Source: an optimization exercise on an open RTL-to-GDS flow (aim: small area and a short achievable clock period). Production flows keep margins and buffers that such runs may drop.
RTL that was checked went through simulation tests only; none was proved equivalent to the original.
No driver is modelled on the clock port, so clocking that relies on it looks cheaper here than on a real chip.

==> branch pepper <==
==> flow/design.v (excerpt) <==
module ring_rx_check (
    input  wire        clk,
    input  wire        rst,           
    input  wire        col_valid,     
    input  wire [39:0] col_code,      
    input  wire        los,           
    output reg         v_valid,       
    output reg  [3:0]  v_reason,      
    output reg  [9:0]  v_len,         
    output wire [95:0] v_hdr,         
    output reg  [15:0] cnt_good,
    output reg  [15:0] cnt_hcrc,
    output reg  [15:0] cnt_bad,
    output wire [63:0] cnt_cv         
);
export LEC_CHECK = 0
export CAP_MARGIN = 20
export CORE_MARGIN = 2
export CORE_UTILIZATION = 60
export SLEW_MARGIN = 20
export SYNTH_MEMORY_MAX_BITS = 16384
create_clock -name core_clock -period 11.0 [get_ports {clk}]
standard.sh (not shown) runs the stock make flow with config.mk's settings and CLKGATE_MAP_FILE= SYNTH_SCRIPT=/design/flow/synth_recipe.tcl, a recipe that flattens the netlist after the stock synthesis.
==> flow/flow/run.sh <==
#!/bin/bash
# The standard layout (standard.sh: the standard synthesis and ORFS steps,
# unchanged), with three settings changed for the make run:
#  - CTS_ARGS: ORFS's own clock_tree_synthesis arguments, without the dummy
#    loads CTS adds to balance the tree;
#  - BUFFER_PORTS_ARGS: every input and output port still gets its buffer,
#    a buf_1 to start with (repair_timing sizes the output ones up).
# Every ORFS step writes its own log under orfs/logs; make's output goes to
# make.log here.
set -euo pipefail
bash standard.sh SETUP_SLACK_MARGIN=7.58 \
    "CTS_ARGS=-sink_clustering_enable -repair_clock_nets -dont_use_dummy_load" \
    "BUFFER_PORTS_ARGS=-buffer_cell sky130_fd_sc_hd__buf_1" \
    finish > make.log 2>&1
==> branch quartz (differences from branch pepper) <==
--- a/flow/flow/run.sh
+++ b/flow/flow/run.sh
@@ -8,7 +8,7 @@
 # Every ORFS step writes its own log under orfs/logs; make's output goes to
 # make.log here.
 set -euo pipefail
-bash standard.sh SETUP_SLACK_MARGIN=7.58 \
+bash standard.sh SETUP_SLACK_MARGIN=7.62 \
     "CTS_ARGS=-sink_clustering_enable -repair_clock_nets -dont_use_dummy_load" \
     "BUFFER_PORTS_ARGS=-buffer_cell sky130_fd_sc_hd__buf_1" \
     finish > make.log 2>&1
==> comparison table <==
item	branch quartz	branch pepper
Outcome	timing/DRC/antenna clean	timing/DRC/antenna clean
Global routing usage on met2	45.8%	45.6%
Wire length on met1	28100 microns	28200 microns
Global routing met1 resource utilization	44.9%	44.8%
Relative slew slack	25.9%	27.1%
Met2 WL	27500 microns	27500 microns
Reg-to-reg setup timing slack	7.73 ns	7.69 ns
Area taken by multi-input logic gates	0.0122 sq mm	0.0121 sq mm
FILL cells	3063	3069
Source of the critical timing path	crc16[8]$_DFF_P_	crc16[14]$_DFF_P_
Final Core Density	69.4%	68.9%
Maximum frequency from static timing analysis	295 MHz	292 MHz
Non-clock buffering overhead in the final layout	4.87%	4.62%
Aggregate routed wire length	63700 microns	63700 microns
CP arrival	1.19 ns	1.22 ns
Cell with the largest stage delay on the worst path	sky130_fd_sc_hd__dfxtp_2	sky130_fd_sc_hd__dfxtp_1
Number of DRC markers in iteration 0	1486	1515
Final Worst Setup Slack	7.61 ns	7.58 ns
Clock skew after layout	0.0420 ns	0.0400 ns
Area taken by flip-flops and latches	0.0107 sq mm	0.0106 sq mm
No functional check of the RTL was part of any run of this note.

==> inputs of run a <==
ring_rx_check, a different RTL version from the one above (not shown whole).
export LEC_CHECK = 0
export CAP_MARGIN = 20
export CORE_MARGIN = 2
export CORE_UTILIZATION = 60
export SLEW_MARGIN = 20
export SYNTH_MEMORY_MAX_BITS = 16384
create_clock -name core_clock -period 11.0 [get_ports {clk}]
==> flow/flow/run.sh <==
#!/bin/bash
# The standard layout (standard.sh: the standard synthesis and ORFS steps,
# unchanged), with two settings changed for the make run:
#  - CTS_ARGS: ORFS's own clock_tree_synthesis arguments without the dummy
#    loads CTS adds to balance the tree.
# Every ORFS step writes its own log under orfs/logs; make's output goes to
# make.log here.
set -euo pipefail
bash standard.sh SETUP_SLACK_MARGIN=7.58 \
    "CTS_ARGS=-sink_clustering_enable -repair_clock_nets -dont_use_dummy_load" \
    "BUFFER_PORTS_ARGS=-buffer_cell sky130_fd_sc_hd__buf_1" \
    finish > make.log 2>&1
==> inputs of run b, as changes to run a <==
==> flow/flow/run.sh (replaced) <==
#!/bin/bash
# The standard layout (standard.sh: the standard synthesis and ORFS steps,
# unchanged), with two settings changed for the make run:
#  - CTS_ARGS: ORFS's own clock_tree_synthesis arguments without the dummy
#    loads CTS adds to balance the tree.
# Every ORFS step writes its own log under orfs/logs; make's output goes to
# make.log here.
set -euo pipefail
bash standard.sh SETUP_SLACK_MARGIN=7.62 \
    "CTS_ARGS=-sink_clustering_enable -repair_clock_nets -dont_use_dummy_load" \
    "BUFFER_PORTS_ARGS=-buffer_cell sky130_fd_sc_hd__buf_1" \
    finish > make.log 2>&1
==> inputs of run c, as changes to run a <==
--- a/flow/design.v
+++ b/flow/design.v
@@ -362,45 +362,39 @@
     end
     assign cnt_cv = {cv_cnt[3], cv_cnt[2], cv_cnt[1], cv_cnt[0]};
     reg [4:0] col_no;
     reg [4:0] ts1 [0:3];
     reg [4:0] ts2 [0:3];
     reg [4:0] ts3 [0:3];
-    reg [3:0] in1, in2, in3;
-    reg [3:0] in1_now, in2_now, in3_now;     
+    reg [1:0] live [0:3];
     reg [3:0] lane_fault;
+    reg [1:0] live_now [0:3];     
     always @* begin
         for (i = 0; i < 4; i = i + 1) begin
-            in1_now[i]    = in1[i] && ts1[i] != col_no;
-            in2_now[i]    = in2[i] && ts2[i] != col_no;
-            in3_now[i]    = in3[i] && ts3[i] != col_no;
-            lane_fault[i] = cv2[i] && in3_now[i];
+            live_now[i] = live[i];
+            if ((live[i] == 2'd1 && ts1[i] == col_no) ||
+                (live[i] == 2'd2 && ts2[i] == col_no) ||
+                (live[i] == 2'd3 && ts3[i] == col_no))
+                live_now[i] = live[i] - 2'd1;
+            lane_fault[i] = cv2[i] && live[i] == 2'd3 && ts3[i] != col_no;
         end
     end
     always @(posedge clk) begin
         if (r2) begin
             col_no <= 5'd0;
-            in1    <= 4'd0;
-            in2    <= 4'd0;
-            in3    <= 4'd0;
+            for (i = 0; i < 4; i = i + 1)
+                live[i] <= 2'd0;
         end else if (v2) begin
             col_no <= col_no + 5'd1;
             for (i = 0; i < 4; i = i + 1)
-                if (lane_fault[i]) begin
-                    in1[i] <= 1'b0;
-                    in2[i] <= 1'b0;
-                    in3[i] <= 1'b0;
-                end else if (cv2[i]) begin
-                    in1[i] <= 1'b1;
-                    in2[i] <= in1_now[i];
-                    in3[i] <= in2_now[i];
-                end else begin
-                    in1[i] <= in1_now[i];
-                    in2[i] <= in2_now[i];
-                    in3[i] <= in3_now[i];
-                end
+                if (lane_fault[i])
+                    live[i] <= 2'd0;
+                else if (cv2[i])
+                    live[i] <= live_now[i] + 2'd1;
+                else
+                    live[i] <= live_now[i];
         end
         for (i = 0; i < 4; i = i + 1)
             if (v2 && cv2[i]) begin
                 ts1[i] <= col_no;
                 ts2[i] <= ts1[i];
                 ts3[i] <= ts2[i];
==> flow/flow/run.sh (replaced) <==
#!/bin/bash
# The standard layout (standard.sh: the standard synthesis and ORFS steps,
# unchanged), with two settings changed for the make run:
#  - CTS_ARGS: ORFS's own clock_tree_synthesis arguments without the dummy
#    loads CTS adds to balance the tree.
# Every ORFS step writes its own log under orfs/logs; make's output goes to
# make.log here.
set -euo pipefail
bash standard.sh SETUP_SLACK_MARGIN=7.7 \
    "CTS_ARGS=-sink_clustering_enable -repair_clock_nets -dont_use_dummy_load -sink_clustering_size 20 -sink_clustering_max_diameter 50" \
    finish > make.log 2>&1
==> summary.md <==
| Metric | Value |
|---|---|
| Synth Area in Simple Gates | 13.70% |
| Worst path cell trace | buf_1 |
| Grt met1 use | 40.90% |
| Design Area, Final | 0.02606 mm² |
| Status | complete, no violations |
| Buffers excl. clock | 284 |
| Met3 WL post-DR | 4.933 mm |
| Worst-path clk slew | 0.05 ns |
| Logic inverters | 78 |
| Die ar. | 0.04032 mm² |
-- figures above: run a

==> summary.md <==
| Metric | Value |
|---|---|
| Status | complete, no violations |
| Largest cell class | multi-input combinational cells |
| Worst-path clk slew | 0.08 ns |
| Logic inverters | 76 |
| Buffers excl. clock | 377 |
| Synth top area share | 23.33% |
| Worst path cell trace | buf_2 |
| GR Util All Layers | 31.10% |
| Most frequent cell after synthesis | xnor2_1 |
| Non-clock buffer share | 9.636% |
| Design Area, Final | 0.02802 mm² |
| Die Width | 201.6 µm |
| Synth Area in Simple Gates | 14.94% |
| Met3 WL post-DR | 4.845 mm |
| Grt met1 use | 40.45% |
-- figures above: run c

==> summary.md <==
| Metric | Value |
|---|---|
| Status | complete, no violations |
| Buffers excl. clock | 284 |
| Worst-path clk slew | 0.06 ns |
| Die ar. | 0.04032 mm² |
| Worst path cell trace | buf_1 |
| Met3 WL post-DR | 4.918 mm |
| Design Area, Final | 0.02623 mm² |
| Synth Area in Simple Gates | 13.70% |
| Grt met1 use | 41.16% |
| Logic inverters | 78 |
| Max-slew violations | 0 |
-- figures above: run b

The RTL of run c was laid out without a check of its function.

==> try-violet <==
Another version of the RTL of ring_rx_check (not shown whole).
==> flow/config.mk <==
export PLATFORM = sky130hd
export DESIGN_NAME = ring_rx_check
export DESIGN_NICKNAME = ring_rx_check
export VERILOG_FILES = /design/flow/design.v
export SDC_FILE = /design/flow/constraint.sdc
export NUM_CORES = 4
export LEC_CHECK = 0
export CAP_MARGIN = 20
export CORE_MARGIN = 2
export CORE_UTILIZATION = 40
export SLEW_MARGIN = 20
export SYNTH_MEMORY_MAX_BITS = 16384
==> flow/constraint.sdc <==
create_clock -name core_clock -period 11.0 [get_ports {clk}]
set_input_delay 2.2000 -clock core_clock [delete_from_list [all_inputs] [get_ports {clk}]]
set_output_delay 2.2000 -clock core_clock [all_outputs]
set_load 0.01 [all_outputs]
==> flow/flow/run.sh <==
#!/bin/bash
# Standard layout (the standard.sh, unchanged synthesis and steps), with
# repair_timing asked for a larger setup margin so that the paths with slack
# to spare at the design's period are optimised too.  Every step's log is
# kept by ORFS under orfs/logs; make's own output goes to make.log.
set -euo pipefail
bash standard.sh SETUP_SLACK_MARGIN=7.7 finish > make.log 2>&1
==> try-indigo (differences from try-violet) <==
Settings changed: CORE_UTILIZATION 40 to 60.
==> try-yarrow (differences from try-violet) <==
--- a/flow/flow/run.sh
+++ b/flow/flow/run.sh
@@ -6,2 +6,2 @@
 set -euo pipefail
-bash standard.sh SETUP_SLACK_MARGIN=7.7 finish > make.log 2>&1
+bash standard.sh SETUP_SLACK_MARGIN=7.5 finish > make.log 2>&1
Settings changed: CORE_UTILIZATION 40 to 60.
==> results.txt <==
quantity                                                                    try-violet               try-indigo               try-yarrow
Number of vias after detailed routing                                            18600                    19400                    18400
Clock Latency Late Sink                                                        0.59 ns                  0.58 ns                  0.57 ns
Area growth, synth to finish                                                     32.5%                    31.1%                    24.5%
Share of the clock period used by the worst path after layout                    31.8%                    33.9%                    33.7%
Crit Path Max Fanout                                                                18                        7                        9
Gp weighted congestion                                                           0.923                    0.968                    0.955
Result of the run                                              complete, no violations  complete, no violations  complete, no violations
Routed met2 length                                                            33000 um                 33300 um                 29200 um
Area of the die                                                            0.0590 mm^2              0.0396 mm^2              0.0396 mm^2
Total iterations of the first detailed-routing run                                   5                        6                        7
Largest net degree at the start of global routing                                   74                       75                       82
Function was not checked in any run of this note: the RTL went through the layout flow alone.

-- what the ideal ports hide --
No port has a modelled driver above. Below, the same layouts with a new extraction and two added sets of constraints. Step 1 assumes that a clkbuf_16 drives the clock port and a buf_2 every other input. Step 2 also shifts input and output timing later by t, the mid clock arrival at the registers, as if the neighbouring blocks saw the same clock. Slacks: ideal ports / drivers / drivers and shift; pairs: ideal ports / drivers.
| run | t (ns) | slack for setup (ns) | worst register clock-pin slew, ns |
|---|---|---|---|
| branch pepper | 0.617 | 7.581 / 7.522 / 7.266 | 0.06 / 0.06 |
| branch quartz | 0.619 | 7.611 / 7.552 / 7.274 | 0.06 / 0.06 |
| run a | 0.621 | 7.609 / 7.550 / 7.125 | 0.06 / 0.06 |
| run b | 0.623 | 7.596 / 7.539 / 7.383 | 0.06 / 0.06 |
| run c | 0.619 | 7.613 / 7.554 / 7.317 | 0.08 / 0.08 |
| try-violet | 0.637 | 7.498 / 7.489 / 6.876 | 0.06 / 0.06 |
| try-indigo | 0.634 | 7.270 / 7.270 / 6.791 | 0.07 / 0.07 |
| try-yarrow | 0.615 | 7.297 / 7.283 / 6.667 | 0.07 / 0.07 |
After both steps every run listed still meets setup and hold. For try-yarrow, which loses most, drivers alone change the setup slack by -0.014 ns; drivers and shift together by -0.630 ns.
